This design comes from an exercise in tuning for small area, a short achievable clock period and few clock cycles per item on the open sky130 flow, not from production work. Where RTL was checked, it was by simulation tests only, not by an equivalence proof against the original.

## run a
// sha256_engine
module sha256_engine (
    input  wire         clk,
    input  wire         rst,
    input  wire         in_valid,
    output wire         in_ready,
    input  wire         first,
    input  wire [511:0] block,       
    output reg          out_valid,
    output wire [255:0] digest       
);
    localparam [255:0] IV = {32'h6a09e667, 32'hbb67ae85, 32'h3c6ef372, 32'ha54ff53a,
                             32'h510e527f, 32'h9b05688c, 32'h1f83d9ab, 32'h5be0cd19};
    localparam [2047:0] KR = {
        32'hb5c0fbcf, 32'he9b5dba5, 32'h3956c25b, 32'h59f111f1, 32'h923f82a4, 32'hab1c5ed5, 32'hd807aa98, 32'h12835b01,
        32'h243185be, 32'h550c7dc3, 32'h72be5d74, 32'h80deb1fe, 32'h9bdc06a7, 32'hc19bf174, 32'he49b69c1, 32'hefbe4786,
        32'h0fc19dc6, 32'h240ca1cc, 32'h2de92c6f, 32'h4a7484aa, 32'h5cb0a9dc, 32'h76f988da, 32'h983e5152, 32'ha831c66d,
        32'hb00327c8, 32'hbf597fc7, 32'hc6e00bf3, 32'hd5a79147, 32'h06ca6351, 32'h14292967, 32'h27b70a85, 32'h2e1b2138,
        32'h4d2c6dfc, 32'h53380d13, 32'h650a7354, 32'h766a0abb, 32'h81c2c92e, 32'h92722c85, 32'ha2bfe8a1, 32'ha81a664b,
        32'hc24b8b70, 32'hc76c51a3, 32'hd192e819, 32'hd6990624, 32'hf40e3585, 32'h106aa070, 32'h19a4c116, 32'h1e376c08,
        32'h2748774c, 32'h34b0bcb5, 32'h391c0cb3, 32'h4ed8aa4a, 32'h5b9cca4f, 32'h682e6ff3, 32'h748f82ee, 32'h78a5636f,
  ...
Size: ~1,100 flip-flops, ~61,000 um^2 of cells after synthesis.
clock: 10.0 ns
lec_check: 0
cap_margin: 20
core_margin: 2
core_utilization: 40
setup_slack_margin: 5
slew_margin: 20
run.sh (not shown) runs the stock make flow with config.mk's settings and CLKGATE_MAP_FILE= SYNTH_SCRIPT=/design/flow/synth_recipe.tcl, a recipe that flattens the netlist after the stock synthesis.
Every stage of the flow completed for run a, and the final layout passed the timing, DRC and antenna checks.
Changes in run b relative to run a:
-- flow/design.v --
<<< run a, line 49
        end
    endfunction
    function [63:0] csa;
        input [31:0] x, y, z;
>>> run b, line 49
        end
    endfunction
    function [31:0] add32s;
        input [31:0] x, y;
        reg   [31:0] gg, pp;
        integer i, k;
        begin
            gg = x & y;
            pp = x ^ y;
            for (k = 1; k < 32; k = k * 2)
                for (i = 2*k - 1; i < 32; i = i + 2*k) begin
                    gg[i] = gg[i] | (pp[i] & gg[i-k]);
                    pp[i] = pp[i] & pp[i-k];
                end
            for (k = 8; k >= 1; k = k / 2)
                for (i = 3*k - 1; i < 32; i = i + 2*k) begin
                    gg[i] = gg[i] | (pp[i] & gg[i-k]);
                    pp[i] = pp[i] & pp[i-k];
                end
            add32s = x ^ y ^ {gg[30:0], 1'b0};
        end
    endfunction
    function [63:0] csa;
        input [31:0] x, y, z;
<<< run a, line 58
    reg          fq;                   
    reg          hiv;                  
    reg          ivc;                  
    reg          rdy;
>>> run b, line 78
    reg          fq;                   
    reg          hiv;                  
    reg          f0;                   
    reg          liv_q, xfer_q;        
    reg          ivc;                  
    reg          rdy;
<<< run a, line 72
    wire r62  = f62;
    wire last = f63;
    wire [255:0] hs = hiv ? IV : h_q;
    wire [31:0] H0 = hs[255:224], H1 = hs[223:192], H2 = hs[191:160], H3 = hs[159:128];
    wire [31:0] H4 = hs[127:96],  H5 = hs[95:64],   H6 = hs[63:32],   H7 = hs[31:0];
>>> run b, line 94
    wire r62  = f62;
    wire last = f63;
    wire [255:0] hs = h_q;
    wire [31:0] H0 = hs[255:224], H1 = hs[223:192], H2 = hs[191:160], H3 = hs[159:128];
    wire [31:0] H4 = hs[127:96],  H5 = hs[95:64],   H6 = hs[63:32],   H7 = hs[31:0];
<<< run a, line 88
    wire [31:0] ha  = r61 ? H3 : (r62 ? H2 : H1);
    wire [31:0] he  = r61 ? H7 : (r62 ? H6 : H5);
    wire [31:0] za  = add32(a, ha);
    wire [31:0] ze  = add32(e, he);
    wire [63:0] dd  = csa(c, r62 ? H4 : 32'd0, r62 ? ~H0 : 32'd0);
    wire [31:0] d_s = add32(dd[31:0], {dd[63:33], dd[32] | r62});    
    wire        xfer    = last | prep;
    wire        load_iv = (prep & (fq | ivc)) | (last & pend & fq);
    wire [31:0] a_in = load_iv ? IV[255:224] : (prep ? h_q[255:224] : a_n);
    wire [31:0] b_in = load_iv ? IV[223:192] : (prep ? h_q[223:192] : (last ? za : a));
>>> run b, line 110
    wire [31:0] ha  = r61 ? H3 : (r62 ? H2 : H1);
    wire [31:0] he  = r61 ? H7 : (r62 ? H6 : H5);
    wire [31:0] za  = add32s(a, ha);
    wire [31:0] ze  = add32s(e, he);
    wire [63:0] dd  = csa(c, r62 ? H4 : 32'd0, r62 ? ~H0 : 32'd0);
    wire [31:0] d_s = add32s(dd[31:0], {dd[63:33], dd[32] | r62});    
    wire        xfer    = xfer_q;      
    wire        load_iv = liv_q;       
    wire [31:0] a_in = load_iv ? IV[255:224] : (prep ? h_q[255:224] : a_n);
    wire [31:0] b_in = load_iv ? IV[223:192] : (prep ? h_q[223:192] : (last ? za : a));
<<< run a, line 119
        k_q <= KR[2047 - 32*r -: 32];
        {a, b, c, d, e, f, g, h} <= {a_in, b_in, c_in, d_in, e_in, f_in, g_in, h_in};
        if (r61) begin
            h_q[159:128] <= za;
>>> run b, line 141
        k_q <= KR[2047 - 32*r -: 32];
        {a, b, c, d, e, f, g, h} <= {a_in, b_in, c_in, d_in, e_in, f_in, g_in, h_in};
        if ((prep & (fq | ivc)) | (f0 & hiv))
            h_q <= IV;
        if (r61) begin
            h_q[159:128] <= za;
<<< run a, line 140
            rdy       <= 1'b1;
            r         <= 6'd62;
            f61       <= 1'b0;
            f62       <= 1'b0;
>>> run b, line 164
            rdy       <= 1'b1;
            r         <= 6'd62;
            f0        <= 1'b0;
            liv_q     <= 1'b0;
            xfer_q    <= 1'b0;
            f61       <= 1'b0;
            f62       <= 1'b0;
<<< run a, line 146
        end else begin
            out_valid <= last;
            f61 <= busy & (r == 6'd60);
            f62 <= f61;
>>> run b, line 173
        end else begin
            out_valid <= last;
            f0  <= prep | (last & pend);
            liv_q  <= in_valid & ((idle & (first | ivc)) | (r62 & first));
            xfer_q <= (idle & in_valid) | r62;
            f61 <= busy & (r == 6'd60);
            f62 <= f61;
--- outcome ---
Slew at the pin closest to its max-slew limit (higher): run a
The critical path endpoint comes out d[31] in one run and x_q[28] in the other, namely in run b and run a respectively.
Diff run a -> run b: met1 track demand over resource flat; final critical-path required period up 0.22 ns; proportion of synthesized chip area in sequential cells flat.
From run a to run b the numbers moved as follows: signal arrival time at the worst endpoint now sits higher; number of cells on the worst hold path now sits lower; wire length on met1 now sits higher; count of state elements after synthesis now sits at about the same level.
Status: area after synthesis parity (run b, run a)
No functional check of the RTL was part of any run of this note.

* * *

sha256_engine, a different RTL version from the one above (not shown whole).
Size in the first run: ~8200 cells after synthesis, about 62000 um^2 of cells after synthesis.
clock: 10.0 ns
lec_check: 0
abc_area: 1
cap_margin: 20
core_margin: 2
core_utilization: 40
place_density: 0.75
slew_margin: 20
standard.sh (not shown) runs the stock make flow with config.mk's settings and CLKGATE_MAP_FILE= SYNTH_SCRIPT=/design/flow/synth_recipe.tcl, a recipe that flattens the netlist after the stock synthesis.
==> flow/flow/run.sh <==
#!/bin/bash
set -euo pipefail
export SETUP_SLACK_MARGIN=6
export BUFFER_PORTS_ARGS="-buffer_cell sky130_fd_sc_hd__buf_1"
bash standard.sh > standard.log 2>&1
Testbench counts at the start, summed over its fixed seeds: cycles 81,944, blocks 1,280.
Change:
--- a/flow/design.v
+++ b/flow/design.v
@@ -57,37 +57,24 @@
             pp = x ^ y;
             for (k = 1; k < 32; k = k * 2)
                 for (i = 2*k - 1; i < 32; i = i + 2*k) begin
                     gg[i] = gg[i] | (pp[i] & gg[i-k]);
                     pp[i] = pp[i] & pp[i-k];
                 end
             for (k = 8; k >= 1; k = k / 2)
                 for (i = 3*k - 1; i < 32; i = i + 2*k) begin
                     gg[i] = gg[i] | (pp[i] & gg[i-k]);
                     pp[i] = pp[i] & pp[i-k];
                 end
             add32s = x ^ y ^ {gg[30:0], 1'b0};
-        end
-    endfunction
-    function [63:0] c42;
-        input [31:0] x1, x2, x3, x4;
-        reg   [31:0] t12, t34, t, co, ci, cy;
-        begin
-            t12 = x1 ^ x2;
-            t34 = x3 ^ x4;
-            co  = (t12 & x3) | (~t12 & x1);        
-            ci  = {co[30:0], 1'b0};
-            t   = t12 ^ t34;
-            cy  = (t & ci) | (~t & x4);
-            c42 = {cy[30:0], 1'b0, t ^ ci};
         end
     endfunction
     function [63:0] csa;
         input [31:0] x, y, z;
         csa = {maj3(x, y, z) << 1, x ^ y ^ z};
     endfunction
     reg          busy;                 
     reg          prep;                 
     reg          pend;                 
     reg          fq;                   
     reg          hiv;                  
     reg          f0;                   
@@ -108,28 +95,29 @@
     wire last = f63;
     wire [255:0] hs = h_q;
     wire [31:0] H0 = hs[255:224], H1 = hs[223:192], H2 = hs[191:160], H3 = hs[159:128];
     wire [31:0] H4 = hs[127:96],  H5 = hs[95:64],   H6 = hs[63:32],   H7 = hs[31:0];
     wire [31:0] s1   = rotr(e, 6) ^ rotr(e, 11) ^ rotr(e, 25);
     wire [31:0] ch   = (e & f) | (~e & g);
     wire [31:0] s0   = rotr(a, 2) ^ rotr(a, 13) ^ rotr(a, 22);
     wire [31:0] mj   = maj3(a, b, c);
     wire [31:0] z0   = last ? hs[255:224] : 32'd0;
     wire [31:0] z4   = last ? hs[127:96]  : 32'd0;
     wire [63:0] p1   = csa(x_q, s1, ch);                 
     wire [63:0] p2   = csa(s0, mj, z0);                  
-    wire [63:0] p3   = c42(p1[31:0], p1[63:32], p2[31:0], p2[63:32]);
-    wire [31:0] a_n  = add32(p3[31:0], p3[63:32]);
-    wire [63:0] q1   = csa(x_q, d, z4);                  
-    wire [63:0] q2   = c42(q1[31:0], q1[63:32], ch, s1);    
+    wire [63:0] p3   = csa(p1[31:0], p1[63:32], p2[31:0]);
+    wire [63:0] p4   = csa(p3[31:0], p3[63:32], p2[63:32]);
+    wire [31:0] a_n  = add32(p4[31:0], p4[63:32]);
+    wire [63:0] q1   = csa(p1[31:0], p1[63:32], d);      
+    wire [63:0] q2   = csa(q1[31:0], q1[63:32], z4);
     wire [31:0] e_n  = add32(q2[31:0], q2[63:32]);
     wire        r61 = f61;
     wire [31:0] ha  = r61 ? H3 : (r62 ? H2 : H1);
     wire [31:0] he  = r61 ? H7 : (r62 ? H6 : H5);
     wire [31:0] za  = add32s(a, ha);
     wire [31:0] ze  = add32s(e, he);
     wire        xfer    = xfer_q;      
     wire        load_iv = liv_q;       
     wire [31:0] a_in = load_iv ? IV[255:224] : (prep ? h_q[255:224] : a_n);
     wire [31:0] b_in = load_iv ? IV[223:192] : (prep ? h_q[223:192] : (last ? za : a));
     wire [31:0] c_in = load_iv ? IV[191:160] : (xfer ? h_q[191:160] : b);
     wire [31:0] d_in = load_iv ? IV[159:128] : (xfer ? h_q[159:128] : c);
After rerunning: The new run went through all stages and came out clean. Design area falls by 1.9%. First-iteration DRC count falls by 5.4%. Critical path depth falls by 3. Core utilization is about the same. Hold slack is worse by 0.029 ns. Non-clock buffer count falls by 44. Routed wire length falls by 5.4%. Area after synthesis falls by 2.0%. Cell count falls by 3.2%. Via count falls by 5.3%.
Testbench counts after the change, summed over its fixed seeds: cycles 81,944, blocks 1,280.

==> separate check: timing with driven ports <==
How much do the figures lean on ideal ports? The routed layouts below were timed once more, with nothing changed but the port constraints.
Step 1 assumes that a clkbuf_16 drives the clock port and a buf_2 every other input.
Step 2, shift: input delay + t, output delay - t, t = (earliest + latest rising clock arrival at the registers) / 2. This alone moves slack from input paths to output paths.
Slacks: no drivers / after step 1 / after step 2; pairs: no drivers / after step 1.
run	t (ns)	setup WS [ns]	worst setup path at the end	pins driven straight from the clock port
run a	0.826	4.983 / 4.983 / 4.983	register to register	1
run b	0.825	4.768 / 4.768 / 4.768	register to register	1
the first run of note 2	0.846	5.744 / 5.744 / 5.744	register to register	1
the second run of note 2	0.846	5.741 / 5.741 / 5.741	register to register	1
After both steps every run listed still meets setup and hold.
